From an optimization exercise on the open Yosys and OpenROAD flow, aimed at small area and a short achievable clock period; shortcuts taken in it are not production practice. In this exercise RTL edits were held to simulation tests only and were not proved equivalent to the original.

$ cat flow/design.v
module memi_bch79 (
    input  wire        clk,
    input  wire        rst_n,
    input  wire        enc_valid,
    input  wire [63:0] enc_data,
    output reg         enc_out_valid,
    output reg  [78:0] enc_code,
    input  wire        dec_valid,
    input  wire [78:0] dec_code,
    output reg         dec_out_valid,
    output reg  [63:0] dec_data,
    output reg  [1:0]  dec_status
);
    function [6:0] gf_mul;
        input [6:0] a;
        input [6:0] b;
        integer k;
        reg [6:0] acc;
        reg [6:0] sh;
        begin
            acc = 7'd0;
            sh  = a;
            for (k = 0; k < 7; k = k + 1) begin
                if (b[k]) acc = acc ^ sh;
                sh = {sh[5:0], 1'b0} ^ (sh[6] ? 7'h09 : 7'h00);
            end
            gf_mul = acc;
        end
    endfunction
    wire [13:0] enc_chk;
    wire enc_par;
    wire ex0 = enc_data[17] ^ enc_data[43];
    wire ex1 = enc_data[14] ^ enc_data[3];
    wire ex2 = enc_data[0] ^ enc_data[22];
    wire ex3 = enc_data[13] ^ enc_data[46];
    wire ex4 = enc_data[27] ^ enc_data[33];
    wire ex5 = enc_data[30] ^ enc_data[44];
    wire ex6 = enc_data[1] ^ enc_data[23];
    wire ex7 = enc_data[31] ^ enc_data[47];
    wire ex8 = enc_data[37] ^ enc_data[62];
    wire ex9 = enc_data[2] ^ enc_data[24];
    wire ex10 = enc_data[38] ^ enc_data[63];
    wire ex11 = enc_data[25] ^ enc_data[26];
    wire ex12 = enc_data[32] ^ enc_data[4];
    wire ex13 = enc_data[18] ^ enc_data[5];
    wire ex14 = enc_data[29] ^ enc_data[45];
    wire ex15 = enc_data[48] ^ enc_data[61];
    wire ex16 = enc_data[50] ^ enc_data[53];
    wire ex17 = enc_data[56] ^ ex1;
    wire ex18 = enc_data[28] ^ enc_data[59];
    wire ex19 = enc_data[10] ^ enc_data[54];
    wire ex20 = enc_data[49] ^ enc_data[57];
    wire ex21 = enc_data[11] ^ enc_data[55];
    wire ex22 = enc_data[12] ^ enc_data[58];
    wire ex23 = enc_data[42] ^ enc_data[6];
    wire ex24 = enc_data[9] ^ ex0;
    wire ex25 = ex14 ^ ex4;
    wire ex26 = ex16 ^ ex2;
    wire ex27 = enc_data[39] ^ ex6;
    wire ex28 = enc_data[7] ^ ex8;
    wire ex29 = enc_data[40] ^ ex9;
    wire ex30 = enc_data[41] ^ ex3;
    wire ex31 = ex5 ^ ex7;
    wire ex32 = enc_data[35] ^ enc_data[60];
    wire ex33 = enc_data[34] ^ ex18;
    wire ex34 = ex15 ^ ex19;
    wire ex35 = enc_data[21] ^ ex10;
    wire ex36 = ex11 ^ ex12;
    wire ex37 = enc_data[20] ^ ex28;
    wire ex38 = enc_data[15] ^ enc_data[19];
    wire ex39 = enc_data[52] ^ enc_data[8];
    wire ex40 = enc_data[16] ^ enc_data[50];
    wire ex41 = enc_data[14] ^ ex13;
    wire ex42 = ex20 ^ ex21;
    wire ex43 = enc_data[61] ^ ex23;
    wire ex44 = ex22 ^ ex40;
    wire ex45 = enc_data[51] ^ ex24;
    wire ex46 = ex27 ^ ex32;
    wire ex47 = enc_data[36] ^ ex29;
    wire ex48 = enc_data[60] ^ ex35;
    wire ex49 = ex30 ^ ex42;
    wire ex50 = ex17 ^ ex31;
    wire ex51 = enc_data[5] ^ enc_data[58];
    wire ex52 = enc_data[30] ^ enc_data[43];
    wire ex53 = enc_data[22] ^ enc_data[55];
    wire ex54 = enc_data[26] ^ enc_data[49];
    wire ex55 = enc_data[10] ^ enc_data[4];
    wire ex56 = enc_data[42] ^ enc_data[47];
    wire ex57 = enc_data[57] ^ ex3;
    wire ex58 = enc_data[6] ^ ex15;
    wire ex59 = enc_data[13] ^ ex0;
    wire ex60 = enc_data[38] ^ ex4;
    wire ex61 = enc_data[40] ^ ex39;
    wire ex62 = ex38 ^ ex52;
    wire ex63 = enc_data[25] ^ ex10;
    wire ex64 = enc_data[23] ^ ex13;
    wire ex65 = enc_data[0] ^ ex1;
    wire ex66 = enc_data[29] ^ ex21;
    wire ex67 = enc_data[2] ^ ex22;
    wire ex68 = enc_data[62] ^ ex11;
    wire ex69 = ex12 ^ ex54;
    wire ex70 = enc_data[27] ^ ex23;
    wire ex71 = enc_data[37] ^ ex33;
    wire ex72 = enc_data[39] ^ ex26;
    wire ex73 = ex25 ^ ex41;
    wire ex74 = ex26 ^ ex60;
    wire ex75 = ex34 ^ ex61;
    wire ex76 = enc_data[32] ^ ex25;
    wire ex77 = enc_data[41] ^ ex44;
    wire ex78 = enc_data[46] ^ ex43;
    wire ex79 = ex27 ^ ex63;
    wire ex80 = enc_data[9] ^ ex29;
    wire ex81 = enc_data[24] ^ ex30;
    wire ex82 = ex31 ^ ex36;
    wire ex83 = ex24 ^ ex33;
    wire ex84 = enc_data[63] ^ ex17;
    wire ex85 = ex45 ^ ex58;
    wire ex86 = enc_data[16] ^ ex37;
    wire ex87 = enc_data[54] ^ ex48;
    wire ex88 = ex47 ^ ex62;
    wire ex89 = ex50 ^ ex53;
    wire ex90 = ex37 ^ ex65;
    wire ex91 = ex46 ^ ex68;
    wire ex92 = enc_data[15] ^ ex49;
    wire ex_enc_chk_0_0 = enc_data[8] ^ ex38;
    wire ex_enc_chk_0_1 = ex5 ^ ex57;
    wire ex_enc_chk_0_2 = ex_enc_chk_0_0 ^ ex71;
    wire ex_enc_chk_0_3 = ex72 ^ ex73;
    wire ex_enc_chk_0_4 = ex_enc_chk_0_1 ^ ex85;
    wire ex_enc_chk_0_5 = ex_enc_chk_0_2 ^ ex_enc_chk_0_3;
    assign enc_chk[0] = ex_enc_chk_0_4 ^ ex_enc_chk_0_5;
    wire ex_enc_chk_1_0 = enc_data[59] ^ ex20;
    wire ex_enc_chk_1_1 = ex51 ^ ex7;
    wire ex_enc_chk_1_2 = ex59 ^ ex_enc_chk_1_0;
    wire ex_enc_chk_1_3 = ex_enc_chk_1_1 ^ ex46;
    wire ex_enc_chk_1_4 = ex74 ^ ex75;
    wire ex_enc_chk_1_5 = ex_enc_chk_1_2 ^ ex86;
    wire ex_enc_chk_1_6 = ex_enc_chk_1_3 ^ ex_enc_chk_1_4;
    assign enc_chk[1] = ex_enc_chk_1_5 ^ ex_enc_chk_1_6;
    wire ex_enc_chk_2_0 = ex2 ^ ex51;
    wire ex_enc_chk_2_1 = ex6 ^ ex8;
    wire ex_enc_chk_2_2 = ex_enc_chk_2_0 ^ ex_enc_chk_2_1;
    wire ex_enc_chk_2_3 = ex49 ^ ex76;
    wire ex_enc_chk_2_4 = ex_enc_chk_2_2 ^ ex87;
    wire ex_enc_chk_2_5 = ex88 ^ ex_enc_chk_2_3;
    assign enc_chk[2] = ex_enc_chk_2_4 ^ ex_enc_chk_2_5;
    wire ex_enc_chk_3_0 = enc_data[20] ^ enc_data[33];
    wire ex_enc_chk_3_1 = ex9 ^ ex_enc_chk_3_0;
    wire ex_enc_chk_3_2 = ex_enc_chk_3_1 ^ ex71;
    wire ex_enc_chk_3_3 = ex77 ^ ex78;
    wire ex_enc_chk_3_4 = ex79 ^ ex89;
    wire ex_enc_chk_3_5 = ex_enc_chk_3_2 ^ ex_enc_chk_3_3;
    assign enc_chk[3] = ex_enc_chk_3_4 ^ ex_enc_chk_3_5;
    wire ex_enc_chk_4_0 = enc_data[19] ^ enc_data[21];
    wire ex_enc_chk_4_1 = enc_data[28] ^ enc_data[8];
    wire ex_enc_chk_4_2 = ex32 ^ ex_enc_chk_4_0;
    wire ex_enc_chk_4_3 = ex_enc_chk_4_1 ^ ex28;
    wire ex_enc_chk_4_4 = ex36 ^ ex64;
    wire ex_enc_chk_4_5 = ex_enc_chk_4_2 ^ ex50;
    wire ex_enc_chk_4_6 = ex74 ^ ex78;
    wire ex_enc_chk_4_7 = ex80 ^ ex_enc_chk_4_3;
    wire ex_enc_chk_4_8 = ex_enc_chk_4_4 ^ ex_enc_chk_4_5;
    wire ex_enc_chk_4_9 = ex_enc_chk_4_6 ^ ex_enc_chk_4_7;
    assign enc_chk[4] = ex_enc_chk_4_8 ^ ex_enc_chk_4_9;
    wire ex_enc_chk_5_0 = enc_data[17] ^ enc_data[18];
    wire ex_enc_chk_5_1 = enc_data[36] ^ enc_data[59];
    wire ex_enc_chk_5_2 = ex10 ^ ex16;
    wire ex_enc_chk_5_3 = ex19 ^ ex6;
    wire ex_enc_chk_5_4 = ex_enc_chk_5_0 ^ ex_enc_chk_5_1;
    wire ex_enc_chk_5_5 = ex_enc_chk_5_2 ^ ex_enc_chk_5_3;
    wire ex_enc_chk_5_6 = ex_enc_chk_5_4 ^ ex81;
    wire ex_enc_chk_5_7 = ex82 ^ ex_enc_chk_5_5;
    wire ex_enc_chk_5_8 = ex90 ^ ex_enc_chk_5_6;
    assign enc_chk[5] = ex_enc_chk_5_7 ^ ex_enc_chk_5_8;
    wire ex_enc_chk_6_0 = enc_data[1] ^ ex9;
    wire ex_enc_chk_6_1 = ex26 ^ ex43;
    wire ex_enc_chk_6_2 = ex57 ^ ex66;
    wire ex_enc_chk_6_3 = ex_enc_chk_6_0 ^ ex82;
    wire ex_enc_chk_6_4 = ex83 ^ ex_enc_chk_6_1;
    wire ex_enc_chk_6_5 = ex_enc_chk_6_2 ^ ex87;
    wire ex_enc_chk_6_6 = ex_enc_chk_6_3 ^ ex_enc_chk_6_4;
    assign enc_chk[6] = ex_enc_chk_6_5 ^ ex_enc_chk_6_6;
    wire ex_enc_chk_7_0 = enc_data[43] ^ enc_data[51];
    wire ex_enc_chk_7_1 = enc_data[7] ^ ex13;
    wire ex_enc_chk_7_2 = ex_enc_chk_7_0 ^ ex34;
    wire ex_enc_chk_7_3 = ex67 ^ ex_enc_chk_7_1;
    wire ex_enc_chk_7_4 = ex76 ^ ex_enc_chk_7_2;
    wire ex_enc_chk_7_5 = ex_enc_chk_7_3 ^ ex89;
    wire ex_enc_chk_7_6 = ex91 ^ ex_enc_chk_7_4;
    assign enc_chk[7] = ex_enc_chk_7_5 ^ ex_enc_chk_7_6;
    wire ex_enc_chk_8_0 = enc_data[31] ^ enc_data[52];
    wire ex_enc_chk_8_1 = ex8 ^ ex_enc_chk_8_0;
    wire ex_enc_chk_8_2 = ex64 ^ ex66;
    wire ex_enc_chk_8_3 = ex69 ^ ex_enc_chk_8_1;
    wire ex_enc_chk_8_4 = ex45 ^ ex47;
    wire ex_enc_chk_8_5 = ex72 ^ ex84;
    wire ex_enc_chk_8_6 = ex_enc_chk_8_2 ^ ex_enc_chk_8_3;
    wire ex_enc_chk_8_7 = ex_enc_chk_8_4 ^ ex_enc_chk_8_5;
    assign enc_chk[8] = ex_enc_chk_8_6 ^ ex_enc_chk_8_7;
    wire ex_enc_chk_9_0 = enc_data[12] ^ ex12;
    wire ex_enc_chk_9_1 = ex14 ^ ex2;
    wire ex_enc_chk_9_2 = ex17 ^ ex_enc_chk_9_0;
    wire ex_enc_chk_9_3 = ex_enc_chk_9_1 ^ ex75;
    wire ex_enc_chk_9_4 = ex79 ^ ex81;
    wire ex_enc_chk_9_5 = ex83 ^ ex_enc_chk_9_2;
    wire ex_enc_chk_9_6 = ex_enc_chk_9_3 ^ ex_enc_chk_9_4;
    assign enc_chk[9] = ex_enc_chk_9_5 ^ ex_enc_chk_9_6;
    wire ex_enc_chk_10_0 = enc_data[29] ^ enc_data[33];
    wire ex_enc_chk_10_1 = enc_data[53] ^ ex5;
    wire ex_enc_chk_10_2 = ex55 ^ ex56;
    wire ex_enc_chk_10_3 = ex_enc_chk_10_0 ^ ex41;
    wire ex_enc_chk_10_4 = ex_enc_chk_10_1 ^ ex_enc_chk_10_2;
    wire ex_enc_chk_10_5 = ex80 ^ ex_enc_chk_10_3;
    wire ex_enc_chk_10_6 = ex_enc_chk_10_4 ^ ex91;
    wire ex_enc_chk_10_7 = ex92 ^ ex_enc_chk_10_5;
    assign enc_chk[10] = ex_enc_chk_10_6 ^ ex_enc_chk_10_7;
    wire ex_enc_chk_11_0 = enc_data[11] ^ enc_data[34];
    wire ex_enc_chk_11_1 = enc_data[45] ^ enc_data[5];
    wire ex_enc_chk_11_2 = ex11 ^ ex7;
    wire ex_enc_chk_11_3 = ex_enc_chk_11_0 ^ ex_enc_chk_11_1;
    wire ex_enc_chk_11_4 = ex34 ^ ex70;
    wire ex_enc_chk_11_5 = ex_enc_chk_11_2 ^ ex_enc_chk_11_3;
    wire ex_enc_chk_11_6 = ex77 ^ ex84;
    wire ex_enc_chk_11_7 = ex_enc_chk_11_4 ^ ex_enc_chk_11_5;
    wire ex_enc_chk_11_8 = ex88 ^ ex_enc_chk_11_6;
    assign enc_chk[11] = ex_enc_chk_11_7 ^ ex_enc_chk_11_8;
    wire ex_enc_chk_12_0 = enc_data[12] ^ enc_data[3];
    wire ex_enc_chk_12_1 = enc_data[31] ^ enc_data[35];
    wire ex_enc_chk_12_2 = enc_data[44] ^ enc_data[48];
    wire ex_enc_chk_12_3 = enc_data[51] ^ ex0;
    wire ex_enc_chk_12_4 = ex18 ^ ex_enc_chk_12_0;
    wire ex_enc_chk_12_5 = ex_enc_chk_12_1 ^ ex_enc_chk_12_2;
    wire ex_enc_chk_12_6 = ex36 ^ ex70;
    wire ex_enc_chk_12_7 = ex_enc_chk_12_3 ^ ex_enc_chk_12_4;
    wire ex_enc_chk_12_8 = ex_enc_chk_12_5 ^ ex_enc_chk_12_6;
    wire ex_enc_chk_12_9 = ex_enc_chk_12_7 ^ ex86;
    wire ex_enc_chk_12_10 = ex92 ^ ex_enc_chk_12_8;
    assign enc_chk[12] = ex_enc_chk_12_9 ^ ex_enc_chk_12_10;
    wire ex_enc_chk_13_0 = enc_data[28] ^ enc_data[36];
    wire ex_enc_chk_13_1 = enc_data[44] ^ enc_data[56];
    wire ex_enc_chk_13_2 = enc_data[7] ^ ex39;
    wire ex_enc_chk_13_3 = ex56 ^ ex_enc_chk_13_0;
    wire ex_enc_chk_13_4 = ex_enc_chk_13_1 ^ ex44;
    wire ex_enc_chk_13_5 = ex59 ^ ex69;
    wire ex_enc_chk_13_6 = ex_enc_chk_13_2 ^ ex_enc_chk_13_3;
    wire ex_enc_chk_13_7 = ex48 ^ ex73;
    wire ex_enc_chk_13_8 = ex_enc_chk_13_4 ^ ex_enc_chk_13_5;
    wire ex_enc_chk_13_9 = ex_enc_chk_13_6 ^ ex_enc_chk_13_7;
    assign enc_chk[13] = ex_enc_chk_13_8 ^ ex_enc_chk_13_9;
    wire ex_enc_par_0 = enc_data[1] ^ enc_data[11];
    wire ex_enc_par_1 = enc_data[19] ^ enc_data[52];
    wire ex_enc_par_2 = ex20 ^ ex55;
    wire ex_enc_par_3 = ex_enc_par_0 ^ ex_enc_par_1;
    wire ex_enc_par_4 = ex25 ^ ex35;
    wire ex_enc_par_5 = ex67 ^ ex_enc_par_2;
    wire ex_enc_par_6 = ex_enc_par_3 ^ ex_enc_par_4;
    wire ex_enc_par_7 = ex_enc_par_5 ^ ex85;
    wire ex_enc_par_8 = ex90 ^ ex_enc_par_6;
    assign enc_par = ex_enc_par_7 ^ ex_enc_par_8;
    always @(posedge clk) begin
        enc_out_valid <= rst_n & enc_valid;
        enc_code      <= {enc_par, enc_chk, enc_data};
    end
    wire [6:0] s1_c, s3_c;
    wire p_ca, p_cb;
    wire sx0 = dec_code[41] ^ dec_code[61];
    wire sx1 = dec_code[10] ^ dec_code[37];
    wire sx2 = dec_code[44] ^ dec_code[58];
    wire sx3 = dec_code[11] ^ dec_code[24];
    wire sx4 = dec_code[16] ^ dec_code[23];
    wire sx5 = dec_code[36] ^ dec_code[9];
    wire sx6 = dec_code[42] ^ dec_code[59];
    wire sx7 = dec_code[43] ^ dec_code[62];
    wire sx8 = dec_code[46] ^ dec_code[60];
    wire sx9 = dec_code[19] ^ dec_code[3];
    wire sx10 = dec_code[38] ^ sx1;
    wire sx11 = sx0 ^ sx2;
    wire sx12 = dec_code[5] ^ dec_code[53];
    wire sx13 = dec_code[2] ^ dec_code[25];
    wire sx14 = dec_code[47] ^ dec_code[72];
    wire sx15 = dec_code[12] ^ dec_code[26];
    wire sx16 = dec_code[35] ^ sx4;
    wire sx17 = dec_code[45] ^ sx6;
    wire sx18 = dec_code[13] ^ dec_code[27];
    wire sx19 = dec_code[14] ^ dec_code[17];
    wire sx20 = dec_code[40] ^ dec_code[57];
    wire sx21 = dec_code[55] ^ dec_code[63];
    wire sx22 = dec_code[15] ^ dec_code[18];
    wire sx23 = dec_code[54] ^ dec_code[6];
    wire sx24 = dec_code[34] ^ dec_code[39];
    wire sx25 = dec_code[48] ^ dec_code[73];
    wire sx26 = dec_code[71] ^ sx5;
    wire sx27 = dec_code[32] ^ sx9;
    wire sx28 = dec_code[20] ^ sx3;
    wire sx29 = dec_code[0] ^ dec_code[7];
    wire sx30 = dec_code[1] ^ dec_code[28];
    wire sx31 = dec_code[33] ^ dec_code[4];
    wire sx32 = dec_code[52] ^ dec_code[77];
    wire sx33 = dec_code[8] ^ sx18;
    wire sx34 = sx20 ^ sx8;
    wire sx35 = dec_code[29] ^ sx13;
    wire sx36 = dec_code[22] ^ sx15;
    wire sx37 = sx17 ^ sx7;
    wire sx38 = dec_code[31] ^ sx11;
    wire sx39 = dec_code[56] ^ sx10;
    wire sx40 = dec_code[49] ^ dec_code[74];
    wire sx41 = dec_code[51] ^ sx12;
    wire sx42 = dec_code[21] ^ sx24;
    wire sx43 = dec_code[69] ^ sx21;
    wire sx44 = sx14 ^ sx25;
    wire sx45 = dec_code[75] ^ sx26;
    wire sx46 = sx16 ^ sx29;
    wire sx47 = sx28 ^ sx31;
    wire sx48 = dec_code[11] ^ dec_code[30];
    wire sx49 = dec_code[50] ^ dec_code[68];
    wire sx50 = sx19 ^ sx30;
    wire sx51 = dec_code[76] ^ sx22;
    wire sx52 = dec_code[67] ^ sx40;
    wire sx53 = dec_code[4] ^ sx32;
    wire sx54 = dec_code[13] ^ sx27;
    wire sx55 = dec_code[5] ^ sx35;
    wire sx56 = sx11 ^ sx43;
    wire sx57 = dec_code[70] ^ sx36;
    wire sx58 = dec_code[64] ^ sx37;
    wire sx59 = sx33 ^ sx46;
    wire sx60 = sx23 ^ sx38;
    wire sx61 = sx42 ^ sx55;
    wire sx62 = dec_code[42] ^ dec_code[8];
    wire sx63 = dec_code[26] ^ dec_code[47];
    wire sx64 = dec_code[57] ^ dec_code[7];
    wire sx65 = dec_code[61] ^ dec_code[66];
    wire sx66 = dec_code[77] ^ dec_code[9];
    wire sx67 = dec_code[14] ^ dec_code[76];
    wire sx68 = dec_code[52] ^ dec_code[58];
    wire sx69 = dec_code[25] ^ dec_code[73];
    wire sx70 = dec_code[28] ^ dec_code[38];
    wire sx71 = dec_code[36] ^ dec_code[62];
    wire sx72 = dec_code[0] ^ dec_code[22];
    wire sx73 = dec_code[1] ^ dec_code[45];
    wire sx74 = dec_code[51] ^ dec_code[53];
    wire sx75 = sx0 ^ sx12;
    wire sx76 = dec_code[12] ^ sx14;
    wire sx77 = dec_code[63] ^ sx7;
    wire sx78 = dec_code[65] ^ sx8;
    wire sx79 = dec_code[50] ^ sx22;
    wire sx80 = sx25 ^ sx63;
    wire sx81 = sx48 ^ sx66;
    wire sx82 = dec_code[75] ^ sx49;
    wire sx83 = sx23 ^ sx68;
    wire sx84 = dec_code[54] ^ sx32;
    wire sx85 = dec_code[71] ^ sx74;
    wire sx86 = dec_code[39] ^ sx41;
    wire sx87 = sx15 ^ sx52;
    wire sx88 = sx34 ^ sx41;
    wire sx89 = dec_code[10] ^ sx53;
    wire sx90 = sx19 ^ sx27;
    wire sx91 = sx26 ^ sx72;
    wire sx92 = sx28 ^ sx9;
    wire sx93 = sx44 ^ sx84;
    wire sx94 = sx13 ^ sx16;
    wire sx95 = dec_code[19] ^ sx51;
    wire sx96 = sx38 ^ sx54;
    wire sx97 = sx39 ^ sx86;
    wire sx98 = sx45 ^ sx87;
    wire sx99 = sx39 ^ sx47;
    wire sx100 = sx56 ^ sx69;
    wire sx_s1_c_0_0 = dec_code[30] ^ dec_code[32];
    wire sx_s1_c_0_1 = dec_code[37] ^ dec_code[48];
    wire sx_s1_c_0_2 = sx21 ^ sx3;
    wire sx_s1_c_0_3 = sx_s1_c_0_0 ^ sx_s1_c_0_1;
    wire sx_s1_c_0_4 = sx34 ^ sx50;
    wire sx_s1_c_0_5 = sx75 ^ sx_s1_c_0_2;
    wire sx_s1_c_0_6 = sx_s1_c_0_3 ^ sx45;
    wire sx_s1_c_0_7 = sx_s1_c_0_4 ^ sx_s1_c_0_5;
    wire sx_s1_c_0_8 = sx58 ^ sx59;
    wire sx_s1_c_0_9 = sx_s1_c_0_6 ^ sx_s1_c_0_7;
    assign s1_c[0] = sx_s1_c_0_8 ^ sx_s1_c_0_9;
    wire sx_s1_c_1_0 = dec_code[24] ^ dec_code[33];
    wire sx_s1_c_1_1 = dec_code[49] ^ sx5;
    wire sx_s1_c_1_2 = sx62 ^ sx_s1_c_1_0;
    wire sx_s1_c_1_3 = sx35 ^ sx50;
    wire sx_s1_c_1_4 = sx51 ^ sx76;
    wire sx_s1_c_1_5 = sx77 ^ sx78;
    wire sx_s1_c_1_6 = sx_s1_c_1_1 ^ sx_s1_c_1_2;
    wire sx_s1_c_1_7 = sx39 ^ sx_s1_c_1_3;
    wire sx_s1_c_1_8 = sx_s1_c_1_4 ^ sx_s1_c_1_5;
    wire sx_s1_c_1_9 = sx_s1_c_1_6 ^ sx60;
    wire sx_s1_c_1_10 = sx_s1_c_1_7 ^ sx_s1_c_1_8;
    assign s1_c[1] = sx_s1_c_1_9 ^ sx_s1_c_1_10;
    wire sx_s1_c_2_0 = dec_code[16] ^ dec_code[44];
    wire sx_s1_c_2_1 = sx21 ^ sx24;
    wire sx_s1_c_2_2 = sx64 ^ sx65;
    wire sx_s1_c_2_3 = sx_s1_c_2_0 ^ sx10;
    wire sx_s1_c_2_4 = sx35 ^ sx79;
    wire sx_s1_c_2_5 = sx80 ^ sx81;
    wire sx_s1_c_2_6 = sx_s1_c_2_1 ^ sx_s1_c_2_2;
    wire sx_s1_c_2_7 = sx37 ^ sx54;
    wire sx_s1_c_2_8 = sx_s1_c_2_3 ^ sx_s1_c_2_4;
    wire sx_s1_c_2_9 = sx_s1_c_2_5 ^ sx_s1_c_2_6;
    wire sx_s1_c_2_10 = sx_s1_c_2_7 ^ sx_s1_c_2_8;
    assign s1_c[2] = sx_s1_c_2_9 ^ sx_s1_c_2_10;
    wire sx_s1_c_3_0 = dec_code[20] ^ dec_code[23];
    wire sx_s1_c_3_1 = dec_code[24] ^ dec_code[55];
    wire sx_s1_c_3_2 = sx30 ^ sx31;
    wire sx_s1_c_3_3 = sx6 ^ sx64;
    wire sx_s1_c_3_4 = sx_s1_c_3_0 ^ sx_s1_c_3_1;
    wire sx_s1_c_3_5 = sx_s1_c_3_2 ^ sx_s1_c_3_3;
    wire sx_s1_c_3_6 = sx_s1_c_3_4 ^ sx_s1_c_3_5;
    wire sx_s1_c_3_7 = sx96 ^ sx97;
    wire sx_s1_c_3_8 = sx98 ^ sx_s1_c_3_6;
    assign s1_c[3] = sx_s1_c_3_7 ^ sx_s1_c_3_8;
    wire sx_s1_c_4_0 = dec_code[32] ^ dec_code[60];
    wire sx_s1_c_4_1 = dec_code[72] ^ sx20;
    wire sx_s1_c_4_2 = sx67 ^ sx_s1_c_4_0;
    wire sx_s1_c_4_3 = sx33 ^ sx82;
    wire sx_s1_c_4_4 = sx83 ^ sx_s1_c_4_1;
    wire sx_s1_c_4_5 = sx_s1_c_4_2 ^ sx37;
    wire sx_s1_c_4_6 = sx_s1_c_4_3 ^ sx_s1_c_4_4;
    wire sx_s1_c_4_7 = sx61 ^ sx99;
    wire sx_s1_c_4_8 = sx_s1_c_4_5 ^ sx_s1_c_4_6;
    assign s1_c[4] = sx_s1_c_4_7 ^ sx_s1_c_4_8;
    wire sx_s1_c_5_0 = dec_code[15] ^ dec_code[3];
    wire sx_s1_c_5_1 = dec_code[33] ^ dec_code[35];
    wire sx_s1_c_5_2 = dec_code[43] ^ dec_code[59];
    wire sx_s1_c_5_3 = dec_code[6] ^ dec_code[7];
    wire sx_s1_c_5_4 = sx67 ^ sx70;
    wire sx_s1_c_5_5 = sx_s1_c_5_0 ^ sx_s1_c_5_1;
    wire sx_s1_c_5_6 = sx_s1_c_5_2 ^ sx_s1_c_5_3;
    wire sx_s1_c_5_7 = sx36 ^ sx42;
    wire sx_s1_c_5_8 = sx81 ^ sx_s1_c_5_4;
    wire sx_s1_c_5_9 = sx_s1_c_5_5 ^ sx_s1_c_5_6;
    wire sx_s1_c_5_10 = sx88 ^ sx_s1_c_5_7;
    wire sx_s1_c_5_11 = sx_s1_c_5_8 ^ sx_s1_c_5_9;
    wire sx_s1_c_5_12 = sx100 ^ sx_s1_c_5_10;
    assign s1_c[5] = sx_s1_c_5_11 ^ sx_s1_c_5_12;
    wire sx_s1_c_6_0 = dec_code[15] ^ dec_code[29];
    wire sx_s1_c_6_1 = dec_code[40] ^ dec_code[47];
    wire sx_s1_c_6_2 = dec_code[56] ^ dec_code[60];
    wire sx_s1_c_6_3 = dec_code[74] ^ sx24;
    wire sx_s1_c_6_4 = sx71 ^ sx_s1_c_6_0;
    wire sx_s1_c_6_5 = sx_s1_c_6_1 ^ sx_s1_c_6_2;
    wire sx_s1_c_6_6 = sx17 ^ sx_s1_c_6_3;
    wire sx_s1_c_6_7 = sx_s1_c_6_4 ^ sx_s1_c_6_5;
    wire sx_s1_c_6_8 = sx57 ^ sx89;
    wire sx_s1_c_6_9 = sx_s1_c_6_6 ^ sx_s1_c_6_7;
    wire sx_s1_c_6_10 = sx59 ^ sx60;
    wire sx_s1_c_6_11 = sx_s1_c_6_8 ^ sx_s1_c_6_9;
    assign s1_c[6] = sx_s1_c_6_10 ^ sx_s1_c_6_11;
    wire sx_s3_c_0_0 = dec_code[69] ^ sx40;
    wire sx_s3_c_0_1 = sx75 ^ sx80;
    wire sx_s3_c_0_2 = sx83 ^ sx_s3_c_0_0;
    wire sx_s3_c_0_3 = sx47 ^ sx90;
    wire sx_s3_c_0_4 = sx91 ^ sx_s3_c_0_1;
    wire sx_s3_c_0_5 = sx_s3_c_0_2 ^ sx58;
    wire sx_s3_c_0_6 = sx_s3_c_0_3 ^ sx_s3_c_0_4;
    assign s3_c[0] = sx_s3_c_0_5 ^ sx_s3_c_0_6;
    wire sx_s3_c_1_0 = dec_code[17] ^ dec_code[59];
    wire sx_s3_c_1_1 = dec_code[68] ^ dec_code[77];
    wire sx_s3_c_1_2 = sx71 ^ sx73;
    wire sx_s3_c_1_3 = sx_s3_c_1_0 ^ sx_s3_c_1_1;
    wire sx_s3_c_1_4 = sx43 ^ sx76;
    wire sx_s3_c_1_5 = sx_s3_c_1_2 ^ sx_s3_c_1_3;
    wire sx_s3_c_1_6 = sx46 ^ sx92;
    wire sx_s3_c_1_7 = sx_s3_c_1_4 ^ sx_s3_c_1_5;
    wire sx_s3_c_1_8 = sx60 ^ sx97;
    wire sx_s3_c_1_9 = sx_s3_c_1_6 ^ sx_s3_c_1_7;
    assign s3_c[1] = sx_s3_c_1_8 ^ sx_s3_c_1_9;
    wire sx_s3_c_2_0 = dec_code[57] ^ sx18;
    wire sx_s3_c_2_1 = sx19 ^ sx4;
    wire sx_s3_c_2_2 = sx70 ^ sx8;
    wire sx_s3_c_2_3 = sx77 ^ sx_s3_c_2_0;
    wire sx_s3_c_2_4 = sx_s3_c_2_1 ^ sx_s3_c_2_2;
    wire sx_s3_c_2_5 = sx92 ^ sx93;
    wire sx_s3_c_2_6 = sx_s3_c_2_3 ^ sx_s3_c_2_4;
    wire sx_s3_c_2_7 = sx61 ^ sx98;
    wire sx_s3_c_2_8 = sx_s3_c_2_5 ^ sx_s3_c_2_6;
    assign s3_c[2] = sx_s3_c_2_7 ^ sx_s3_c_2_8;
    wire sx_s3_c_3_0 = dec_code[21] ^ dec_code[23];
    wire sx_s3_c_3_1 = dec_code[27] ^ dec_code[34];
    wire sx_s3_c_3_2 = dec_code[52] ^ sx1;
    wire sx_s3_c_3_3 = sx14 ^ sx29;
    wire sx_s3_c_3_4 = sx3 ^ sx73;
    wire sx_s3_c_3_5 = sx_s3_c_3_0 ^ sx_s3_c_3_1;
    wire sx_s3_c_3_6 = sx78 ^ sx79;
    wire sx_s3_c_3_7 = sx_s3_c_3_2 ^ sx_s3_c_3_3;
    wire sx_s3_c_3_8 = sx_s3_c_3_4 ^ sx_s3_c_3_5;
    wire sx_s3_c_3_9 = sx45 ^ sx57;
    wire sx_s3_c_3_10 = sx90 ^ sx_s3_c_3_6;
    wire sx_s3_c_3_11 = sx_s3_c_3_7 ^ sx_s3_c_3_8;
    wire sx_s3_c_3_12 = sx100 ^ sx_s3_c_3_9;
    wire sx_s3_c_3_13 = sx_s3_c_3_10 ^ sx_s3_c_3_11;
    assign s3_c[3] = sx_s3_c_3_12 ^ sx_s3_c_3_13;
    wire sx_s3_c_4_0 = dec_code[18] ^ dec_code[21];
    wire sx_s3_c_4_1 = dec_code[68] ^ dec_code[70];
    wire sx_s3_c_4_2 = sx62 ^ sx_s3_c_4_0;
    wire sx_s3_c_4_3 = sx_s3_c_4_1 ^ sx44;
    wire sx_s3_c_4_4 = sx_s3_c_4_2 ^ sx88;
    wire sx_s3_c_4_5 = sx89 ^ sx94;
    wire sx_s3_c_4_6 = sx_s3_c_4_3 ^ sx96;
    wire sx_s3_c_4_7 = sx_s3_c_4_4 ^ sx_s3_c_4_5;
    assign s3_c[4] = sx_s3_c_4_6 ^ sx_s3_c_4_7;
    wire sx_s3_c_5_0 = dec_code[2] ^ dec_code[34];
    wire sx_s3_c_5_1 = dec_code[55] ^ dec_code[61];
    wire sx_s3_c_5_2 = dec_code[67] ^ sx12;
    wire sx_s3_c_5_3 = sx2 ^ sx23;
    wire sx_s3_c_5_4 = sx48 ^ sx49;
    wire sx_s3_c_5_5 = sx7 ^ sx_s3_c_5_0;
    wire sx_s3_c_5_6 = sx_s3_c_5_1 ^ sx10;
    wire sx_s3_c_5_7 = sx16 ^ sx34;
    wire sx_s3_c_5_8 = sx53 ^ sx_s3_c_5_2;
    wire sx_s3_c_5_9 = sx_s3_c_5_3 ^ sx_s3_c_5_4;
    wire sx_s3_c_5_10 = sx_s3_c_5_5 ^ sx91;
    wire sx_s3_c_5_11 = sx95 ^ sx_s3_c_5_6;
    wire sx_s3_c_5_12 = sx_s3_c_5_7 ^ sx_s3_c_5_8;
    wire sx_s3_c_5_13 = sx_s3_c_5_9 ^ sx_s3_c_5_10;
    wire sx_s3_c_5_14 = sx_s3_c_5_11 ^ sx_s3_c_5_12;
    assign s3_c[5] = sx_s3_c_5_13 ^ sx_s3_c_5_14;
    wire sx_s3_c_6_0 = dec_code[46] ^ dec_code[62];
    wire sx_s3_c_6_1 = dec_code[74] ^ sx30;
    wire sx_s3_c_6_2 = sx65 ^ sx_s3_c_6_0;
    wire sx_s3_c_6_3 = sx17 ^ sx33;
    wire sx_s3_c_6_4 = sx44 ^ sx85;
    wire sx_s3_c_6_5 = sx_s3_c_6_1 ^ sx_s3_c_6_2;
    wire sx_s3_c_6_6 = sx57 ^ sx94;
    wire sx_s3_c_6_7 = sx95 ^ sx_s3_c_6_3;
    wire sx_s3_c_6_8 = sx_s3_c_6_4 ^ sx_s3_c_6_5;
    wire sx_s3_c_6_9 = sx99 ^ sx_s3_c_6_6;
    wire sx_s3_c_6_10 = sx_s3_c_6_7 ^ sx_s3_c_6_8;
    assign s3_c[6] = sx_s3_c_6_9 ^ sx_s3_c_6_10;
    wire sx_p_ca_0 = dec_code[30] ^ dec_code[31];
    wire sx_p_ca_1 = dec_code[6] ^ sx22;
    wire sx_p_ca_2 = sx5 ^ sx_p_ca_0;
    wire sx_p_ca_3 = sx10 ^ sx27;
    wire sx_p_ca_4 = sx36 ^ sx50;
    wire sx_p_ca_5 = sx_p_ca_1 ^ sx_p_ca_2;
    wire sx_p_ca_6 = sx47 ^ sx_p_ca_3;
    wire sx_p_ca_7 = sx_p_ca_4 ^ sx_p_ca_5;
    wire sx_p_ca_8 = sx59 ^ sx61;
    wire sx_p_ca_9 = sx_p_ca_6 ^ sx_p_ca_7;
    assign p_ca = sx_p_ca_8 ^ sx_p_ca_9;
    wire sx_p_cb_0 = dec_code[56] ^ dec_code[65];
    wire sx_p_cb_1 = dec_code[66] ^ dec_code[70];
    wire sx_p_cb_2 = dec_code[76] ^ dec_code[78];
    wire sx_p_cb_3 = sx_p_cb_0 ^ sx_p_cb_1;
    wire sx_p_cb_4 = sx_p_cb_2 ^ sx34;
    wire sx_p_cb_5 = sx52 ^ sx82;
    wire sx_p_cb_6 = sx85 ^ sx_p_cb_3;
    wire sx_p_cb_7 = sx56 ^ sx93;
    wire sx_p_cb_8 = sx_p_cb_4 ^ sx_p_cb_5;
    wire sx_p_cb_9 = sx_p_cb_6 ^ sx58;
    wire sx_p_cb_10 = sx_p_cb_7 ^ sx_p_cb_8;
    assign p_cb = sx_p_cb_9 ^ sx_p_cb_10;
    reg        v1;
    reg [63:0] d1;
    reg [6:0]  u_q, s3_q;
    reg        p_qa, p_qb;     
    wire       p_q = p_qa ^ p_qb;
    always @(posedge clk) begin
        v1   <= rst_n & dec_valid;
        d1   <= dec_code[63:0];
        u_q  <= s1_c;
        s3_q <= s3_c;
        p_qa <= p_ca;
        p_qb <= p_cb;
    end
    wire [127:0] u_oh = 128'd1 << u_q;
    wire [6:0] w_inv3;
    assign w_inv3[0] = |(u_oh & 128'h85171f397d3521e1ec0715d9c155d956);
    assign w_inv3[1] = |(u_oh & 128'h77bca8c40edde83cfa9b8fae20590f0);
    assign w_inv3[2] = |(u_oh & 128'hd3d8a3c4b729aac8883ed3b1ef77e000);
    assign w_inv3[3] = |(u_oh & 128'h9d7459fd639529fbdb72e2c062284688);
    assign w_inv3[4] = |(u_oh & 128'h76d02a17ab13d34bf22b331b534913bc);
    assign w_inv3[5] = |(u_oh & 128'h7a55ce6bcde0f5c45424a2b9e9a25f80);
    assign w_inv3[6] = |(u_oh & 128'h4ae285f65b8d65a17edf971ddc8880a0);
    function in_range;
        input [6:0] x;
        begin
            case (x)
                7'd1, 7'd2, 7'd4, 7'd8, 7'd16, 7'd32, 7'd64, 7'd9, 7'd18, 7'd36, 7'd72, 7'd25, 7'd50, 7'd100, 7'd65, 7'd11, 7'd22, 7'd44, 7'd88, 7'd57, 7'd114, 7'd109, 7'd83, 7'd47, 7'd94, 7'd53, 7'd106, 7'd93, 7'd51, 7'd102, 7'd69, 7'd3, 7'd6, 7'd12, 7'd24, 7'd48, 7'd96, 7'd73, 7'd27, 7'd54, 7'd108, 7'd81, 7'd43, 7'd86, 7'd37, 7'd74, 7'd29, 7'd58, 7'd116, 7'd97, 7'd75, 7'd31, 7'd62, 7'd124, 7'd113, 7'd107, 7'd95, 7'd55, 7'd110, 7'd85, 7'd35, 7'd70, 7'd5, 7'd10, 7'd20, 7'd40, 7'd80, 7'd41, 7'd82, 7'd45, 7'd90, 7'd61, 7'd122, 7'd125, 7'd115, 7'd111, 7'd87, 7'd39: in_range = 1'b1;
                default: in_range = 1'b0;
            endcase
        end
    endfunction
    wire [6:0] ls [0:6];
    wire [6:0] ts;
    assign ls[0][0] = ^(s3_q & 7'h0);
    assign ls[0][1] = ^(s3_q & 7'h5c);
    assign ls[0][2] = ^(s3_q & 7'h58);
    assign ls[0][3] = ^(s3_q & 7'h60);
    assign ls[0][4] = ^(s3_q & 7'h16);
    assign ls[0][5] = ^(s3_q & 7'h68);
    assign ls[0][6] = ^(s3_q & 7'h48);
    assign ts[0] = ^(s3_q & 7'h1);
    assign ls[1][0] = ^(s3_q & 7'h0);
    assign ls[1][1] = ^(s3_q & 7'h6e);
    assign ls[1][2] = ^(s3_q & 7'h6c);
    assign ls[1][3] = ^(s3_q & 7'h30);
    assign ls[1][4] = ^(s3_q & 7'hb);
    assign ls[1][5] = ^(s3_q & 7'h74);
    assign ls[1][6] = ^(s3_q & 7'h64);
    assign ts[1] = ^(s3_q & 7'h40);
    assign ls[2][0] = ^(s3_q & 7'h0);
    assign ls[2][1] = ^(s3_q & 7'h77);
    assign ls[2][2] = ^(s3_q & 7'h76);
    assign ls[2][3] = ^(s3_q & 7'h18);
    assign ls[2][4] = ^(s3_q & 7'h5);
    assign ls[2][5] = ^(s3_q & 7'h3a);
    assign ls[2][6] = ^(s3_q & 7'h32);
    assign ts[2] = ^(s3_q & 7'h20);
    assign ls[3][0] = ^(s3_q & 7'h0);
    assign ls[3][1] = ^(s3_q & 7'h7b);
    assign ls[3][2] = ^(s3_q & 7'h3b);
    assign ls[3][3] = ^(s3_q & 7'h4c);
    assign ls[3][4] = ^(s3_q & 7'h42);
    assign ls[3][5] = ^(s3_q & 7'h5d);
    assign ls[3][6] = ^(s3_q & 7'h19);
    assign ts[3] = ^(s3_q & 7'h10);
    assign ls[4][0] = ^(s3_q & 7'h0);
    assign ls[4][1] = ^(s3_q & 7'h3d);
    assign ls[4][2] = ^(s3_q & 7'h1d);
    assign ls[4][3] = ^(s3_q & 7'h66);
    assign ls[4][4] = ^(s3_q & 7'h21);
    assign ls[4][5] = ^(s3_q & 7'h2e);
    assign ls[4][6] = ^(s3_q & 7'hc);
    assign ts[4] = ^(s3_q & 7'h8);
    assign ls[5][0] = ^(s3_q & 7'h0);
    assign ls[5][1] = ^(s3_q & 7'h1e);
    assign ls[5][2] = ^(s3_q & 7'he);
    assign ls[5][3] = ^(s3_q & 7'h33);
    assign ls[5][4] = ^(s3_q & 7'h50);
    assign ls[5][5] = ^(s3_q & 7'h57);
    assign ls[5][6] = ^(s3_q & 7'h46);
    assign ts[5] = ^(s3_q & 7'h44);
    assign ls[6][0] = ^(s3_q & 7'h0);
    assign ls[6][1] = ^(s3_q & 7'h4f);
    assign ls[6][2] = ^(s3_q & 7'h47);
    assign ls[6][3] = ^(s3_q & 7'h59);
    assign ls[6][4] = ^(s3_q & 7'h28);
    assign ls[6][5] = ^(s3_q & 7'h6b);
    assign ls[6][6] = ^(s3_q & 7'h23);
    assign ts[6] = ^(s3_q & 7'h22);
    wire [6:0] y_v = ({7{w_inv3[0]}} & ls[0]) ^ ({7{w_inv3[1]}} & ls[1]) ^
                     ({7{w_inv3[2]}} & ls[2]) ^ ({7{w_inv3[3]}} & ls[3]) ^
                     ({7{w_inv3[4]}} & ls[4]) ^ ({7{w_inv3[5]}} & ls[5]) ^
                     ({7{w_inv3[6]}} & ls[6]);
    wire       trc = ~^(w_inv3 & ts);
    reg        v2;
    reg [63:0] d2;
    reg [6:0]  u2, y2;
    reg        p2, trc2, u_nz2, s3_nz2;
    always @(posedge clk) begin
        v2     <= rst_n & v1;
        d2     <= d1;
        u2     <= u_q;
        y2     <= y_v;
        p2     <= p_q;
        trc2   <= trc;
        u_nz2  <= |u_q;
        s3_nz2 <= |s3_q;
    end
    wire [6:0] ubx [0:6];
    assign ubx[0][0] = ^(u2 & 7'h1);
    assign ubx[0][1] = ^(u2 & 7'h2);
    assign ubx[0][2] = ^(u2 & 7'h4);
    assign ubx[0][3] = ^(u2 & 7'h8);
    assign ubx[0][4] = ^(u2 & 7'h10);
    assign ubx[0][5] = ^(u2 & 7'h20);
    assign ubx[0][6] = ^(u2 & 7'h40);
    assign ubx[1][0] = ^(u2 & 7'h40);
    assign ubx[1][1] = ^(u2 & 7'h1);
    assign ubx[1][2] = ^(u2 & 7'h2);
    assign ubx[1][3] = ^(u2 & 7'h44);
    assign ubx[1][4] = ^(u2 & 7'h8);
    assign ubx[1][5] = ^(u2 & 7'h10);
    assign ubx[1][6] = ^(u2 & 7'h20);
    assign ubx[2][0] = ^(u2 & 7'h20);
    assign ubx[2][1] = ^(u2 & 7'h40);
    assign ubx[2][2] = ^(u2 & 7'h1);
    assign ubx[2][3] = ^(u2 & 7'h22);
    assign ubx[2][4] = ^(u2 & 7'h44);
    assign ubx[2][5] = ^(u2 & 7'h8);
    assign ubx[2][6] = ^(u2 & 7'h10);
    assign ubx[3][0] = ^(u2 & 7'h10);
    assign ubx[3][1] = ^(u2 & 7'h20);
    assign ubx[3][2] = ^(u2 & 7'h40);
    assign ubx[3][3] = ^(u2 & 7'h11);
    assign ubx[3][4] = ^(u2 & 7'h22);
    assign ubx[3][5] = ^(u2 & 7'h44);
    assign ubx[3][6] = ^(u2 & 7'h8);
    assign ubx[4][0] = ^(u2 & 7'h8);
    assign ubx[4][1] = ^(u2 & 7'h10);
    assign ubx[4][2] = ^(u2 & 7'h20);
    assign ubx[4][3] = ^(u2 & 7'h48);
    assign ubx[4][4] = ^(u2 & 7'h11);
    assign ubx[4][5] = ^(u2 & 7'h22);
    assign ubx[4][6] = ^(u2 & 7'h44);
    assign ubx[5][0] = ^(u2 & 7'h44);
    assign ubx[5][1] = ^(u2 & 7'h8);
    assign ubx[5][2] = ^(u2 & 7'h10);
    assign ubx[5][3] = ^(u2 & 7'h64);
    assign ubx[5][4] = ^(u2 & 7'h48);
    assign ubx[5][5] = ^(u2 & 7'h11);
    assign ubx[5][6] = ^(u2 & 7'h22);
    assign ubx[6][0] = ^(u2 & 7'h22);
    assign ubx[6][1] = ^(u2 & 7'h44);
    assign ubx[6][2] = ^(u2 & 7'h8);
    assign ubx[6][3] = ^(u2 & 7'h32);
    assign ubx[6][4] = ^(u2 & 7'h64);
    assign ubx[6][5] = ^(u2 & 7'h48);
    assign ubx[6][6] = ^(u2 & 7'h11);
    wire [6:0] x1  = ({7{y2[0]}} & ubx[0]) ^ ({7{y2[1]}} & ubx[1]) ^
                     ({7{y2[2]}} & ubx[2]) ^ ({7{y2[3]}} & ubx[3]) ^
                     ({7{y2[4]}} & ubx[4]) ^ ({7{y2[5]}} & ubx[5]) ^
                     ({7{y2[6]}} & ubx[6]);
    wire [6:0] x2  = x1 ^ u2;
    wire       u_nz  = u_nz2;
    wire       s3_nz = s3_nz2;
    wire       x1_z  = ~|x1;
    wire       in1   = in_range(x1);
    wire       in2   = in_range(x2);
    wire       ok    = u_nz & ~trc2 & in2 & ((in1 & ~p2) | x1_z);
    reg [7:0]  lo1, lo2;
    reg [15:0] hi1, hi2;
    integer i;
    always @* begin
        for (i = 0; i < 8; i = i + 1) begin
            lo1[i] = ok & (x1[2:0] == i);
            lo2[i] = ok & (x2[2:0] == i);
        end
        for (i = 0; i < 16; i = i + 1) begin
            hi1[i] = (x1[6:3] == i);
            hi2[i] = (x2[6:3] == i);
        end
    end
    wire [63:0] fix;
    assign fix[0] = (lo1[1] & hi1[8]) | (lo2[1] & hi2[8]);
    assign fix[1] = (lo1[3] & hi1[1]) | (lo2[3] & hi2[1]);
    assign fix[2] = (lo1[6] & hi1[2]) | (lo2[6] & hi2[2]);
    assign fix[3] = (lo1[4] & hi1[5]) | (lo2[4] & hi2[5]);
    assign fix[4] = (lo1[0] & hi1[11]) | (lo2[0] & hi2[11]);
    assign fix[5] = (lo1[1] & hi1[7]) | (lo2[1] & hi2[7]);
    assign fix[6] = (lo1[2] & hi1[14]) | (lo2[2] & hi2[14]);
    assign fix[7] = (lo1[5] & hi1[13]) | (lo2[5] & hi2[13]);
    assign fix[8] = (lo1[3] & hi1[10]) | (lo2[3] & hi2[10]);
    assign fix[9] = (lo1[7] & hi1[5]) | (lo2[7] & hi2[5]);
    assign fix[10] = (lo1[6] & hi1[11]) | (lo2[6] & hi2[11]);
    assign fix[11] = (lo1[5] & hi1[6]) | (lo2[5] & hi2[6]);
    assign fix[12] = (lo1[2] & hi1[13]) | (lo2[2] & hi2[13]);
    assign fix[13] = (lo1[5] & hi1[11]) | (lo2[5] & hi2[11]);
    assign fix[14] = (lo1[3] & hi1[6]) | (lo2[3] & hi2[6]);
    assign fix[15] = (lo1[6] & hi1[12]) | (lo2[6] & hi2[12]);
    assign fix[16] = (lo1[5] & hi1[8]) | (lo2[5] & hi2[8]);
    assign fix[17] = (lo1[3] & hi1[0]) | (lo2[3] & hi2[0]);
    assign fix[18] = (lo1[6] & hi1[0]) | (lo2[6] & hi2[0]);
    assign fix[19] = (lo1[4] & hi1[1]) | (lo2[4] & hi2[1]);
    assign fix[20] = (lo1[0] & hi1[3]) | (lo2[0] & hi2[3]);
    assign fix[21] = (lo1[0] & hi1[6]) | (lo2[0] & hi2[6]);
    assign fix[22] = (lo1[0] & hi1[12]) | (lo2[0] & hi2[12]);
    assign fix[23] = (lo1[1] & hi1[9]) | (lo2[1] & hi2[9]);
    assign fix[24] = (lo1[3] & hi1[3]) | (lo2[3] & hi2[3]);
    assign fix[25] = (lo1[6] & hi1[6]) | (lo2[6] & hi2[6]);
    assign fix[26] = (lo1[4] & hi1[13]) | (lo2[4] & hi2[13]);
    assign fix[27] = (lo1[1] & hi1[10]) | (lo2[1] & hi2[10]);
    assign fix[28] = (lo1[3] & hi1[5]) | (lo2[3] & hi2[5]);
    assign fix[29] = (lo1[6] & hi1[10]) | (lo2[6] & hi2[10]);
    assign fix[30] = (lo1[5] & hi1[4]) | (lo2[5] & hi2[4]);
    assign fix[31] = (lo1[2] & hi1[9]) | (lo2[2] & hi2[9]);
    assign fix[32] = (lo1[5] & hi1[3]) | (lo2[5] & hi2[3]);
    assign fix[33] = (lo1[2] & hi1[7]) | (lo2[2] & hi2[7]);
    assign fix[34] = (lo1[4] & hi1[14]) | (lo2[4] & hi2[14]);
    assign fix[35] = (lo1[1] & hi1[12]) | (lo2[1] & hi2[12]);
    assign fix[36] = (lo1[3] & hi1[9]) | (lo2[3] & hi2[9]);
    assign fix[37] = (lo1[7] & hi1[3]) | (lo2[7] & hi2[3]);
    assign fix[38] = (lo1[6] & hi1[7]) | (lo2[6] & hi2[7]);
    assign fix[39] = (lo1[4] & hi1[15]) | (lo2[4] & hi2[15]);
    assign fix[40] = (lo1[1] & hi1[14]) | (lo2[1] & hi2[14]);
    assign fix[41] = (lo1[3] & hi1[13]) | (lo2[3] & hi2[13]);
    assign fix[42] = (lo1[7] & hi1[11]) | (lo2[7] & hi2[11]);
    assign fix[43] = (lo1[7] & hi1[6]) | (lo2[7] & hi2[6]);
    assign fix[44] = (lo1[6] & hi1[13]) | (lo2[6] & hi2[13]);
    assign fix[45] = (lo1[5] & hi1[10]) | (lo2[5] & hi2[10]);
    assign fix[46] = (lo1[3] & hi1[4]) | (lo2[3] & hi2[4]);
    assign fix[47] = (lo1[6] & hi1[8]) | (lo2[6] & hi2[8]);
    assign fix[48] = (lo1[5] & hi1[0]) | (lo2[5] & hi2[0]);
    assign fix[49] = (lo1[2] & hi1[1]) | (lo2[2] & hi2[1]);
    assign fix[50] = (lo1[4] & hi1[2]) | (lo2[4] & hi2[2]);
    assign fix[51] = (lo1[0] & hi1[5]) | (lo2[0] & hi2[5]);
    assign fix[52] = (lo1[0] & hi1[10]) | (lo2[0] & hi2[10]);
    assign fix[53] = (lo1[1] & hi1[5]) | (lo2[1] & hi2[5]);
    assign fix[54] = (lo1[2] & hi1[10]) | (lo2[2] & hi2[10]);
    assign fix[55] = (lo1[5] & hi1[5]) | (lo2[5] & hi2[5]);
    assign fix[56] = (lo1[2] & hi1[11]) | (lo2[2] & hi2[11]);
    assign fix[57] = (lo1[5] & hi1[7]) | (lo2[5] & hi2[7]);
    assign fix[58] = (lo1[2] & hi1[15]) | (lo2[2] & hi2[15]);
    assign fix[59] = (lo1[5] & hi1[15]) | (lo2[5] & hi2[15]);
    assign fix[60] = (lo1[3] & hi1[14]) | (lo2[3] & hi2[14]);
    assign fix[61] = (lo1[7] & hi1[13]) | (lo2[7] & hi2[13]);
    assign fix[62] = (lo1[7] & hi1[10]) | (lo2[7] & hi2[10]);
    assign fix[63] = (lo1[7] & hi1[4]) | (lo2[7] & hi2[4]);
    reg [1:0] st;
    always @* begin
        if (ok)
            st = (x1_z & p2) ? 2'd1 : 2'd2;
        else if (!u_nz && !s3_nz)
            st = {1'b0, p2};
        else
            st = 2'd3;
    end
    always @(posedge clk) begin
        dec_out_valid <= rst_n & v2;
        dec_data      <= d2 ^ fix;
        dec_status    <= st;
    end
endmodule
$ cat flow/flow/run.sh
#!/bin/bash
# The standard ORFS layout (the standard.sh), with two changes:
# timing repair keeps a setup margin, so that paths are optimised well below
# the 20 ns clock, and the ports get plain buffers.
set -euo pipefail
bash standard.sh SETUP_SLACK_MARGIN=14.6 "BUFFER_PORTS_ARGS=-buffer_cell sky130_fd_sc_hd__buf_2"  finish > orfs_flow.log 2>&1
$ cat flow/standard.sh
#!/bin/bash
# synth_recipe.tcl (not shown) runs the flow's synth.tcl, then flattens the netlist and writes it again
# the make line also repeats each setting of config.mk as NAME=value (left out here)
make -C /OpenROAD-flow-scripts/flow DESIGN_CONFIG=/design/flow/config.mk WORK_HOME=/design/flow/orfs CLKGATE_MAP_FILE= SYNTH_SCRIPT=/design/flow/synth_recipe.tcl "${@:-finish}"
$ cat flow/config.mk
export PLATFORM = sky130hd
export DESIGN_NAME = memi_bch79
export DESIGN_NICKNAME = memi_bch79
export VERILOG_FILES = /design/flow/design.v
export SDC_FILE = /design/flow/constraint.sdc
export NUM_CORES = 4
export LEC_CHECK = 0
export CAP_MARGIN = 20
export CORE_MARGIN = 2
export CORE_UTILIZATION = 50
export SLEW_MARGIN = 20
$ cat flow/constraint.sdc
create_clock -name core_clock -period 20.0 [get_ports {clk}]
set_input_delay 4.0000 -clock core_clock [delete_from_list [all_inputs] [get_ports {clk}]]
set_output_delay 4.0000 -clock core_clock [all_outputs]
set_load 0.01 [all_outputs]
==> qor_table.md <==
| Step | Result | Value |
|:---|:---|:---|
| setup path | Number of buffer and inverter instances along the worst setup path | 1 |
| status | Outcome | no timing/DRC/antenna violations |
| synth | Distinct cells, synth | 79 |
| synth | Share of flip-flops with an asynchronous set or reset | 0 |
| synth | Number of storage elements in the synthesis netlist | 310 |
| clock network | Number of setup buffers added after CTS | 0 |
| setup path | Startpoint types | primary input |
| cells and area | Layout area overhead | 16.9% |
| sta | Minimum clock period | 5320 ps |
| floorplanning | Std cell rows | 67 |
| setup path | Required time at the endpoint of the critical path | 20,490 ps |
| cells and area | Layout cell share with drive strength beyond 1 | 0.193 |
| synth | Library cell occupying the most area in the post-synthesis netlist | sky130_fd_sc_hd__dfxtp_1 |
| global route | Largest net degree at the start of global routing | 67 |
| floorplanning | Die height | 189 um |
| global route | All-Layer GR Usage | 0.308 |
| setup path | Slowest cell delay on critical path | 390 ps |
| routing | Drt first-iter violations | 1,477 |
| clock network | Cts bufs inserted | 31 |
| routing | Via count | 14,000 |
| sta | Slew at the pin with the worst max-slew slack | 933 ps |
| setup path | Most used cell, CP | sky130_fd_sc_hd__xnor2_1 |
| floorplanning | Number of I/O pins | 294 |
| sta | Headroom to the max-slew limit | 0.376 |
| routing | Count of nets left with antenna violations after detail routing | 0 |
| placement | Number of instances in the placed design | 2,450 |
| global route | Number of global-route vias before repair | 13,800 |
| routing | Average wire per cell in the routed design | 22.4 um |
| min path | WHS Path Cells | 0 |
| synth | Netlist area before placement | 0.0171 mm2 |
| setup path | Worst Path Max Fanout | 4 |
| floorplanning | Core box area | 0.0336 mm2 |
| sta | Final total negative setup slack | 0 ps |
| clock network | H-tree levels | 1 |
| synth | Synth top cells by count | sky130_fd_sc_hd__xnor2_1 (539), sky130_fd_sc_hd__dfxtp_1 (310), sky130_fd_sc_hd__nand2_1 (131), sky130_fd_sc_hd__xor2_1 (126), sky130_fd_sc_hd__nor2_1 (83) |
| routing | Wirelength, routed | 56,200 um |
| global route | Global-route wire length before repair | 84,200 um |
| synth | Proportion of synthesized chip area in sequential cells | 0.363 |
| setup path | WP depth | 8 |
| sta | Timing-limited maximum frequency | 188 MHz |
| min path | Endpoint with the worst hold slack | d2[22] |
| sta | RSZ-0062 raised after global routing | false |
| synth | Top-area cell type share of the netlist area | 0.363 |
| synth | Number of warning messages in the yosys log | 1 |
| synth | Synth Area per Inst | 9.56 um2 |
| setup path | Crit path kind | primary input to register |
| job | Total of max-cap violations | 0 |
| placement | Detailed placer's ending HPWL | 44,200 um |
| setup path | Library cell contributing the largest single delay on the critical path | sky130_fd_sc_hd__xor2_1 |
| sta | Hold violation count in the final report | 0 |
| sta | Max-slew violation count | 0 |
| synth | Area contributors post-synth | sky130_fd_sc_hd__dfxtp_1 (36%), sky130_fd_sc_hd__xnor2_1 (28%), sky130_fd_sc_hd__xor2_1 (6.5%), sky130_fd_sc_hd__nand2_1 (2.9%), sky130_fd_sc_hd__a32oi_1 (2.8%) |
| setup path | Reg2Reg Depth | 16 |
| clock network | CTS tree | done |
| placement | Placed inst area | 0.0188 mm2 |
| cells and area | Filler-free cell count of the finished design | 2,506 |
| routing | Drt via density | 5.57 |
| floorplanning | Chip width | 189 um |
| clock network | Buffer depth of the longest clock path | 3 |
| clock network | Clock Tree Root | sky130_fd_sc_hd__clkbuf_16 |
| sta | Final Skew | 15.9 ps |
| sta | Tcrit/Tclk final | 0.266 |
| clock network | Clock Latency Late Sink | 560 ps |
| synth | Post-synth EDFFs | 0 |
| synth | Cell with the most instances after synthesis | sky130_fd_sc_hd__xnor2_1 |
| setup path | Kind of end point of the critical path | register |
| clock network | CTS sink count | 310 |
| cells and area | # nets final | 2,195 |
| sta | Total of endpoints with negative setup slack in the final report | 0 |
| cells and area | Layout Cell Area excl Fill | 0.0200 mm2 |
| clock network | Post-CTS clock slew at the launch and capture registers of the worst setup and hold paths | 60 ps |
| setup path | Worst setup slack for register-to-register paths | 14,870 ps |
| routing | First-pass iteration count of the detailed router | 6 |
| global route | Number of antenna violations at the first check in global routing | 2 |
| setup path | Reg-to-reg startpoint | u2[6] |
| setup path | Cell chain of the critical path | buf_2, xor2_1, xnor2_1, xor2_1, xnor2_1, xnor2_1, xnor2_1, xnor2_1 |
| global route | Sum of overflow across all layers after global routing | 0 |
| floorplanning | Initial Utilization | 0.509 |
| setup path | Data arrival time of the worst path | 5810 ps |
| setup path | R2r endpoint | dec_data[7] |
| cells and area | Diodes inserted | 0 |
| floorplanning | Total Die Area | 0.0357 mm2 |
| placement | Gpl congestion | 0.968 |
| synth | Post-synthesis net count | 1,950 |
| placement | Number of input and output port buffers inserted | 293 |
| min path | Hold Startpoint | d1[22] |
| synth | Synthesized instance count | 1,790 |
| routing | DRC violation count after routing | 0 |
| synth | Commonest register cell after synthesis | sky130_fd_sc_hd__dfxtp_1 |
| min path | Worst hold-check path type | register to register |
| setup path | Critical path's top delay family | XOR/XNOR gates |
how the worst max path moves through the flow:
stage | from | end | slack [ps]
floorplan | dec_code[42] | p_qb | 14600
global placement | dec_code[62] | u_q[1] | 14020
global route | dec_code[6] | u_q[4] | 14600
CTS | dec_code[16] | p_qa | 14630
detailed placement | dec_code[16] | p_qa | 14030
finish | dec_code[6] | u_q[4] | 14680
area by class of cell:
| class | count | area (um2) |
|---|---|---|
| Timing Repair Buffer | 303 | 1550 |
| Tap cell | 448 | 561 |
| Clock buffer | 43 | 881 |
| Inverter | 31 | 116 |
| Clock inverter | 13 | 188 |
| Multi-Input combinational cell | 1358 | 10500 |
| Sequential cell | 310 | 6210 |
| Fill cell | 3016 | 13600 |
metrics by stage:
step            util  hold slack [ps]  worst slack, ps
2_1_floorplan      -              310            14600
3_3_place_gp   0.560              310            14020
3_5_place_dp   0.560              312            14030
4_1_cts        0.592              326            14630
5_1_grt        0.595              330            14600
6_report       0.595              323            14680
cell usage in the layout, fill, tap and decap left out, types with 6 or more instances in the layout:
cell,count
sky130_fd_sc_hd__a21oi_1,42
sky130_fd_sc_hd__a22o_1,26
sky130_fd_sc_hd__a22oi_1,14
sky130_fd_sc_hd__a31oi_1,9
sky130_fd_sc_hd__a32o_1,9
sky130_fd_sc_hd__a32oi_1,54
sky130_fd_sc_hd__and2_1,12
sky130_fd_sc_hd__buf_2,293
sky130_fd_sc_hd__buf_4,9
sky130_fd_sc_hd__clkbuf_1,6
sky130_fd_sc_hd__clkbuf_16,31
sky130_fd_sc_hd__clkbuf_8,6
sky130_fd_sc_hd__dfxtp_1,310
sky130_fd_sc_hd__ha_1,13
sky130_fd_sc_hd__inv_1,29
sky130_fd_sc_hd__mux2i_1,12
sky130_fd_sc_hd__nand2_1,131
sky130_fd_sc_hd__nand2b_1,14
sky130_fd_sc_hd__nand3_1,21
sky130_fd_sc_hd__nand4_1,12
sky130_fd_sc_hd__nor2_1,83
sky130_fd_sc_hd__nor2b_1,27
sky130_fd_sc_hd__nor3_1,18
sky130_fd_sc_hd__nor4_1,6
sky130_fd_sc_hd__o211ai_1,11
sky130_fd_sc_hd__o21ai_0,30
sky130_fd_sc_hd__o22ai_1,15
sky130_fd_sc_hd__o32ai_1,7
sky130_fd_sc_hd__or2_2,7
sky130_fd_sc_hd__or3_1,6
sky130_fd_sc_hd__xnor2_1,529
sky130_fd_sc_hd__xnor2_2,10
sky130_fd_sc_hd__xor2_1,123
sky130_fd_sc_hd__xor2_2,6
repair_timing:
item | 4_1_cts | 5_1_grt
setup endpoints to repair | 0 | 53
hold buffers | 0 | 0
gates resized for setup | 0 | 12
registers in the layout (all words and copies together) (netlist names), 2 cells and up:
signal	flops
d1	64
d2	64
dec_data	64
dec_status	2
enc_code	79
s3_q	7
u2	7
u_q	7
y2	6
layer usage:
| metal | track usage | part of all wire | vias to the layer above |
|---|---|---|---|
| li1 | - | - | 6545 |
| met5 | 0 | 0.00020 | - |
| met3 | 0.0706 | 0.093 | 100 |
| met1 | 0.429 | 0.44 | 6562 |
| met4 | 0.0886 | 0.028 | 2 |
| met2 | 0.477 | 0.44 | 748 |
cells by family (layout without fill, tap and decap cells):
group | count (synthesis) | after routing | synth area share
buffers and inverters | 122 | 390 | 0.0298
flip-flops | 310 | 310 | 0.363
AND/OR/NAND/NOR | 369 | 369 | 0.106
XOR/XNOR | 679 | 679 | 0.359
multiplexers | 17 | 17 | 0.0103
adder cells (fa/ha/maj) | 13 | 13 | 0.00951
AO/OA/AOI/OAI | 280 | 280 | 0.123

## port drivers added, routing unchanged
The results above use ideal ports. As a check the final layout listed here was re-extracted and re-timed, cells and wires unchanged. Step 1 sets driving cells, clkbuf_16 on the clock port and buf_2 on the other inputs (assumed; they add their load-dependent delay and slew). Step 2 adds t to the input delays and takes it off the output delays; t is the mean of the earliest and latest rising clock arrival at the registers after step 1. Input paths then give back, and output paths get back, about the clock's delay inside the block. Slacks: no drivers / after step 1 / after step 2; pairs: no drivers / after step 1.
t, ns: 0.606
setup WS [ns]: 14.678 / 14.673 / 14.067
worst hold slack (ns): 0.323 / 0.323 / 0.323
slew at the worst register clock pin (ns): 0.06 / 0.06
After both steps this run still meets setup and hold. For this run, drivers alone change the setup slack by -0.005 ns; drivers and shift together by -0.611 ns.
